This design comes from an exercise in tuning for small area on the open sky130 flow, not from production work. Only the layout flow was run in this run; the RTL was not checked for function there. Power and IR drop assume default switching activity.

<file path="flow/config.mk">
export PLATFORM = sky130hd
export DESIGN_NAME = twist_deframer
export DESIGN_NICKNAME = twist_deframer
export VERILOG_FILES = /design/flow/design.v
export SDC_FILE = /design/flow/constraint.sdc
export NUM_CORES = 4
export LEC_CHECK = 0
export CAP_MARGIN = 20
export CORE_MARGIN = 2
export CORE_UTILIZATION = 40
export SLEW_MARGIN = 20
</file>
<file path="flow/constraint.sdc">
create_clock -name core_clock -period 8.0 [get_ports {clk}]
set_input_delay 1.6000 -clock core_clock [delete_from_list [all_inputs] [get_ports {clk}]]
set_output_delay 1.6000 -clock core_clock [all_outputs]
set_load 0.01 [all_outputs]
</file>
<file path="flow/design.v">
module twist_deframer (
    input  wire        clk,
    input  wire        rst,           
    input  wire [3:0]  lane,          
    input  wire [1:0]  sym,           
    output reg         locked,
    output reg         pol_inv,
    output reg         oh_valid,
    output reg  [63:0] oh_word,
    output reg         oh_crc_ok,
    output reg         pl_valid,
    output reg  [39:0] pl_word,
    output reg         stuff_rm,
    output reg         rx_ovf
);
    localparam [30:0] FAW       = 31'h7125_B696;
    localparam [13:0] LAST_POS  = 14'd16383;
    localparam [14:0] N_CONTENT = 15'd16344;
    localparam [5:0]  MAX_RUN   = 6'd47;
    localparam [43:0] SEED_LOW  = 44'h5A5_A5A5_A5A5;
    localparam [1:0] S_HUNT   = 2'd0;
    localparam [1:0] S_VERIFY = 2'd1;
    localparam [1:0] S_LOCK   = 2'd2;
    wire        bit_in = sym[1];
    reg  [30:0] win;
    wire [30:0] win_next = {win[29:0], bit_in};
    wire [30:0] diff     = win_next ^ FAW;
    function [4:0] popcount31;
        input [30:0] v;
        integer n;
        reg [4:0] c;
        begin
            c = 5'd0;
            for (n = 0; n < 31; n = n + 1)
                c = c + {4'd0, v[n]};
            popcount31 = c;
        end
    endfunction
    wire [4:0] ndiff     = popcount31(diff);
    wire       faw_match = (ndiff <= 5'd3);
    wire       faw_inv   = (ndiff >= 5'd28);
    function [1:0] ungray;
        input [1:0] lvl;
        case (lvl)
            2'd0:    ungray = 2'b00;
            2'd1:    ungray = 2'b01;
            2'd2:    ungray = 2'b11;
            default: ungray = 2'b10;
        endcase
    endfunction
    reg [1:0]  state;
    reg        cand_pol;      
    reg [1:0]  nmatch;        
    reg [2:0]  nmiss;         
    reg [4:0]  ncrc_bad;      
    reg [13:0] fpos;          
    reg [1:0]  run_level;
    reg [5:0]  run_len;       
    reg [14:0] ci;            
    reg [8:0]  kcnt;          
    reg [62:0] oh_sr;         
    reg [7:0]  crc;           
    reg [57:0] scr;
    reg [37:0] wsr;           
    reg [4:0]  wsym;
    reg [9:0]  widx;
    reg [1:0]  just_q;        
    reg [4:0]  prev_fn;
    reg [2:0]  prev_ofs;
    reg [1:0]  prev_just;
    reg        prev_ovf;      
    wire [13:0] pos = (fpos == LAST_POS) ? 14'd0 : fpos + 14'd1;
    wire lock_match = cand_pol ? faw_inv : faw_match;
    wire in_body      = (state == S_LOCK) && (pos >= 14'd31) && (pos != LAST_POS);
    wire is_guard     = (state == S_LOCK) && (pos == LAST_POS);
    wire content_left = (ci < N_CONTENT);
    wire is_stuff     = in_body && (run_len == MAX_RUN) && content_left;
    wire is_content   = in_body && !is_stuff && content_left;
    wire is_oh        = is_content && (ci < 15'd64);
    wire is_oh_last   = is_content && (ci == 15'd63);
    wire is_payload   = is_content && (ci >= 15'd64);
    wire        oh_bit   = bit_in ^ cand_pol;
    wire [63:0] oh_full  = {oh_sr, oh_bit};
    wire        crc_fb   = crc[7] ^ oh_bit;
    wire [7:0]  crc_next = {crc[6:0], 1'b0} ^ (crc_fb ? 8'h07 : 8'h00);
    wire        crc_good = (crc == oh_full[7:0]);
    wire [4:0]  rx_fn    = oh_full[39:35];
    wire [2:0]  rx_ofs   = oh_full[34:32];
    wire [1:0]  rx_just  = (oh_full[27:26] == 2'd3) ? 2'd1 : oh_full[27:26];
    wire [4:0]  pr_fn    = (prev_fn == 5'd23) ? 5'd0 : prev_fn + 5'd1;
    wire [2:0]  pr_ofs   = prev_ofs + {2'd0, prev_ovf};
    wire [4:0]  use_fn   = crc_good ? rx_fn : pr_fn;
    wire [2:0]  use_ofs  = crc_good ? rx_ofs : pr_ofs;
    wire [1:0]  use_just = crc_good ? rx_just : prev_just;
    wire [1:0]  pbits_raw = ungray(sym) ^ {cand_pol, 1'b0};
    wire        sb1  = scr[57] ^ scr[38];
    wire [57:0] scr1 = {scr[56:0], sb1};
    wire        sb2  = scr1[57] ^ scr1[38];
    wire [57:0] scr2 = {scr1[56:0], sb2};
    wire [1:0]  dbits = pbits_raw ^ {sb1, sb2};
    wire [9:0]  n_data = 10'd814 - {8'd0, just_q};
    always @(posedge clk) begin
        if (rst) begin
            win       <= 31'd0;
            state     <= S_HUNT;
            cand_pol  <= 1'b0;
            nmatch    <= 2'd0;
            nmiss     <= 3'd0;
            ncrc_bad  <= 5'd0;
            fpos      <= 14'd0;
            run_level <= 2'd0;
            run_len   <= 6'd0;
            ci        <= 15'd0;
            kcnt      <= 9'd0;
            wsym      <= 5'd0;
            widx      <= 10'd0;
            just_q    <= 2'd0;
            prev_fn   <= 5'd0;
            prev_ofs  <= 3'd0;
            prev_just <= 2'd0;
            prev_ovf  <= 1'b0;
            locked    <= 1'b0;
            pol_inv   <= 1'b0;
            oh_valid  <= 1'b0;
            oh_word   <= 64'd0;
            oh_crc_ok <= 1'b0;
            pl_valid  <= 1'b0;
            pl_word   <= 40'd0;
            stuff_rm  <= 1'b0;
            rx_ovf    <= 1'b0;
        end else begin
            win      <= win_next;
            fpos     <= pos;
            oh_valid <= 1'b0;
            pl_valid <= 1'b0;
            stuff_rm <= is_stuff;
            rx_ovf   <= 1'b0;
            if (sym == run_level) begin
                if (run_len != 6'd63)
                    run_len <= run_len + 6'd1;
            end else begin
                run_level <= sym;
                run_len   <= 6'd1;
            end
            case (state)
                S_HUNT: begin
                    if (faw_match || faw_inv) begin
                        state    <= S_VERIFY;
                        cand_pol <= faw_inv;
                        nmatch   <= 2'd1;
                        fpos     <= 14'd30;
                    end
                end
                S_VERIFY: begin
                    if (pos == 14'd30) begin
                        if (lock_match) begin
                            if (nmatch == 2'd2) begin
                                state    <= S_LOCK;
                                nmiss    <= 3'd0;
                                ncrc_bad <= 5'd0;
                                locked   <= 1'b1;
                                pol_inv  <= cand_pol;
                            end
                            nmatch <= nmatch + 2'd1;
                        end else begin
                            state <= S_HUNT;
                        end
                    end
                end
                default: begin  
                    if (pos == 14'd30) begin
                        if (lock_match) begin
                            nmiss <= 3'd0;
                        end else if (nmiss == 3'd3) begin
                            state   <= S_HUNT;
                            locked  <= 1'b0;
                            pol_inv <= 1'b0;
                        end else begin
                            nmiss <= nmiss + 3'd1;
                        end
                    end
                end
            endcase
            if (state != S_HUNT && pos == 14'd30) begin
                ci   <= 15'd0;
                kcnt <= 9'd0;
                wsym <= 5'd0;
                widx <= 10'd0;
                crc  <= 8'h00;
            end
            if (is_stuff)
                kcnt <= kcnt + 9'd1;
            if (is_content)
                ci <= ci + 15'd1;
            if (is_oh) begin
                oh_sr <= oh_full[62:0];
                if (ci < 15'd56)
                    crc <= crc_next;
            end
            if (is_oh_last) begin
                oh_valid  <= 1'b1;
                oh_word   <= oh_full;
                oh_crc_ok <= crc_good;
                just_q    <= use_just;
                prev_fn   <= use_fn;
                prev_ofs  <= use_ofs;
                prev_just <= use_just;
                scr       <= {2'b10, use_ofs, use_fn, lane, SEED_LOW};
                if (crc_good) begin
                    ncrc_bad <= 5'd0;
                end else if (ncrc_bad == 5'd15) begin
                    state   <= S_HUNT;
                    locked  <= 1'b0;
                    pol_inv <= 1'b0;
                end else begin
                    ncrc_bad <= ncrc_bad + 5'd1;
                end
            end
            if (is_payload) begin
                scr <= scr2;
                if (wsym == 5'd19) begin
                    wsym <= 5'd0;
                    widx <= widx + 10'd1;
                    if (widx < n_data) begin
                        pl_valid <= 1'b1;
                        pl_word  <= {wsr, dbits};
                    end
                end else begin
                    wsym <= wsym + 5'd1;
                    wsr  <= {wsr[35:0], dbits};
                end
            end
            if (is_guard) begin
                prev_ovf <= (kcnt > 9'd8);
                rx_ovf   <= content_left;
            end
        end
    end
endmodule
</file>
<file path="flow/run.sh">
#!/bin/bash
# synth_recipe.tcl (not shown) runs the flow's synth.tcl, then flattens the netlist and writes it again
# the make line also repeats each setting of config.mk as NAME=value (left out here)
make -C /OpenROAD-flow-scripts/flow DESIGN_CONFIG=/design/flow/config.mk WORK_HOME=/design/flow/orfs CLKGATE_MAP_FILE= SYNTH_SCRIPT=/design/flow/synth_recipe.tcl finish
</file>
==> flow_metrics.env <==
export IMPL_run_status="finished clean"
export IMPL_p_comb_share_pct=5.3
export IMPL_track_usage_pct=15.9
export IMPL_drive_above_1_share_pct=6.46
export IMPL_synth_nets=1552
export IMPL_antenna_found_initial=0
export IMPL_clock_skew_ps=13.0
export IMPL_seq_area_frac_synth_pct=59.9
export IMPL_gp_congestion=0.819
export IMPL_p_int_mw=3.36
export IMPL_post_drt_wl_per_cell_um=15.0
export IMPL_finalCritPeriodShare_pct=92.1
export IMPL_crit_chain="clkdlybuf4s50_1 > fa_1 > fa_1 > fa_1 > inv_1 > fa_1 > fa_1 > fa_1 > fa_1 > fa_1 > nand2b_1 > o2bb2ai_1 > a2111oi_0 > a31oi_1 > buf_4 > a21oi_1 > o21bai_1 > or3_1 > a21oi_1"
export IMPL_synth_area_leaders="edfxtp_1, dfxtp_1, nand2_1"
export IMPL_leakagePower_nw=6.95
export IMPL_core_um2=39500
export IMPL_path_max_fanout=6
export IMPL_dp_hpwl_um=20600
export IMPL_fmaxAchievable_mhz=136
export IMPL_cts_root_buf="clkbuf_16"
export IMPL_switchingPower_mw=0.945
export IMPL_cap_violations=0
export IMPL_final_cell_mix="nand2_1, dfxtp_1, edfxtp_1"
export IMPL_vdd_drop_max_v=0.000120
export IMPL_routed_wl_um=32500
export IMPL_crit_top_cell="fa_1"
export IMPL_overflow=0
export IMPL_seqPwrFrac_pct=49.8
export IMPL_cp_start_kind="input pin"
export IMPL_die_h_um=204
export IMPL_cts_setup_buffers=0
export IMPL_yosys_warnings=1
export IMPL_cts_buffers=42
export IMPL_drc_errors=0
export IMPL_ctsResizeCount=0
export IMPL_ys_ff_latch=393
export IMPL_slew_viol_final=0
export IMPL_start_util_pct=40.3
export IMPL_die_area_um2=41400
export IMPL_vias=10900
export IMPL_ctsHoldBuffers=0
export IMPL_pre_cts_slack_ps=124
export IMPL_syn_area_per_cell_um2=10.7
export IMPL_period_minus_slack_ps=7370
export IMPL_netlist_area_um2=15900
export IMPL_switching_share_pct=22.0
export IMPL_clkPwrFrac_pct=45.0
export IMPL_nNetsFinal=1669
export IMPL_required_ps=8460
export IMPL_drt_first_iter_violations=587
export IMPL_synth_cell_type_count=68
export IMPL_crit_type="in -> reg"
export IMPL_final_common_cell="nand2_1"
export IMPL_antenna_left=0
export IMPL_dr_pass1_iters=5
export IMPL_grt_pass1_vias=10700
export IMPL_cts_tree="done"
export IMPL_hold_viol_final=0
export IMPL_yosys_most_used_dff="dfxtp_1"
export IMPL_row_count=73
export IMPL_synth_top_cell_by_area="edfxtp_1"
export IMPL_area_growth_pct=19.7
export IMPL_worst_path_buf_inv=3
export IMPL_slowest_delay_ps=580
export IMPL_synth_top_area_share_pct=31.5
export IMPL_slowest_stage="fa_1"
export IMPL_async_flop_share_pct=0
export IMPL_die_w_um=204
export IMPL_power_density_nw_per_um2=226
export IMPL_placed_cell_area_um2=17700
export IMPL_portBuffers=118
export IMPL_finalSetupViolCount=0
export IMPL_clk_pin_slew_ps=60
export IMPL_cp_top_family="adder cells"
export IMPL_clock_latency_ps=540
export IMPL_ioPinCount=119
export IMPL_avgViaCountPerCell=5.02
export IMPL_htree_levels=2
export IMPL_diodes=0
export IMPL_synth_edff_count=167
export IMPL_cp_arrival_ps=7830
export IMPL_grt_max_degree=78
export IMPL_regToRegStartpoint="win[0]"
export IMPL_fin_area_um2=19100
export IMPL_hp_class="reg -> reg"
export IMPL_slew_headroom_pct=36.0
export IMPL_worstSetupEndpointType="flip-flop"
export IMPL_hold_path_startpoint="oh_sr[45]"
export IMPL_cts_sinks=393
export IMPL_grt_pass1_wl_um=54300
export IMPL_finalSetupTns_ps=0
export IMPL_setup_ws_ps=630
export IMPL_tightestPinTransition_ps=960
export IMPL_cts_path_max_buffers=3
export IMPL_crit_start="sym[1]"
export IMPL_syn_instance_count=1492
export IMPL_rsz0062_at_grt="false"
==> synthesized netlist by cell type (10+ instances only) <==
cell and number:
clkbuf_1 41, mux2i_1 54, inv_1 70, nand2_1 233, o21ai_0 51, fa_1 23, xor2_1 20, and3_1 37
xnor2_1 18, nor4_1 10, buf_2 16, edfxtp_1 167, nand2b_1 37, nor2b_1 19, nand3_1 45, nor3_1 21
dfxtp_1 226, a21oi_1 109, nor2_1 135, and2_1 12, ha_1 29
==> flip-flops by register name, indices dropped and copies added (netlist names), 3 cells and up <==
signal and cells:
prev_fn 5, scr 58, oh_word 64, wsym 5, ci 15, kcnt 9
crc 8, widx 10, pl_word 40, run_len 6, prev_ofs 3, nmiss 3
fpos 14, wsr 38, oh_sr 63, ncrc_bad 5, win 30
==> logic make-up after synthesis <==
family	count (synthesis)	share of synthesized area [%]
AND/OR/NAND/NOR	595	17.6
flip-flops	393	59.9
AO/OA/AOI/OAI	225	8.32
buffers and inverters	133	3.38
multiplexers	56	3.54
adder cells (fa/ha/maj)	52	5.17
XOR/XNOR	38	2.09
==> worst paths after layout <==
kind	slack, ps	to	cells past startpoint
hold reg to reg	450	oh_sr[46]	0
hold / removal	450	oh_sr[46]	0
setup / recovery	630	nmiss[0]	19
setup reg to reg	1820	nmiss[0]	21
==> through the flow <==
stage | std cells | utilization (%) | hold slack (ps) | power (mW)
CTS | 2167 | 48.2 | 447 | 4.36
finish | 2167 | 48.2 | 447 | 4.30
floorplan | 1492 | - | 426 | 2.34
global route | 2167 | 48.2 | 453 | 4.47
global placement | 2090 | 44.7 | 429 | 2.40
detailed placement | 2090 | 44.7 | 433 | 2.41
==> power groups by stage <==
stage | Sequential [mW] | Clock [mW] | Combinational (mW)
after global routing | 2.15 | 2.07 | 0.258
final | 2.14 | 1.93 | 0.227
after CTS | 2.14 | 1.99 | 0.229
after floorplan | 2.16 | 0 | 0.182
after global placement | 2.18 | 0 | 0.221
after detailed placement | 2.18 | 0 | 0.228
==> final cells by class <==
class | count | area (um^2)
multi-input cells | 966 | 5900
clock inverters | 19 | 196
clock buffers | 58 | 1180
flip-flops and latches | 393 | 9540
inverters | 70 | 263
well taps | 525 | 657
fillers | 3589 | 20500
repair buffers | 136 | 1320
==> worst reg2reg max path: stages, from the launching register on <==
cell,delay [ps]
dfxtp_1,310
inv_1,60
fa_1,480
inv_1,50
fa_1,470
inv_1,50
fa_1,490
inv_1,60
fa_1,470
fa_1,540
fa_1,430
fa_1,410
fa_1,390
nand2b_1,200
o2bb2ai_1,180
a2111oi_0,450
a31oi_1,110
buf_4,180
a21oi_1,140
o21bai_1,130
or3_1,360
a21oi_1,150
==> routing by layer <==
metal | part of all wire [%] | global-route usage [%]
met2 | 45 | 25.5
met1 | 48 | 22.1
met5 | 0 | 0
met4 | 1.9 | 4.56
met3 | 4.3 | 2.88

[re-timing with driven ports]
No port has a modelled driver above. Below, the same layout with a new extraction and two added sets of constraints.
Step 1, drivers: a clkbuf_16 drives clk and a buf_2 each remaining input, both assumed.
Step 2 also shifts input and output timing later by t, the mid clock arrival at the registers, as if the neighbouring blocks saw the same clock.
a / b / c = no drivers / after step 1 / after step 2; a / b = the first two.
t (ns): 0.583
setup WS [ns]: 0.630 / 0.658 / 0.075
worst hold slack (ns): 0.447 / 0.447 / 0.447
worst setup path after step 2: input to register
latest minus earliest clock arrival (ns): 0.013 / 0.013
After both steps setup and hold are still met in this run. For this run, drivers alone change the setup slack by +0.028 ns; drivers and shift together by -0.555 ns.
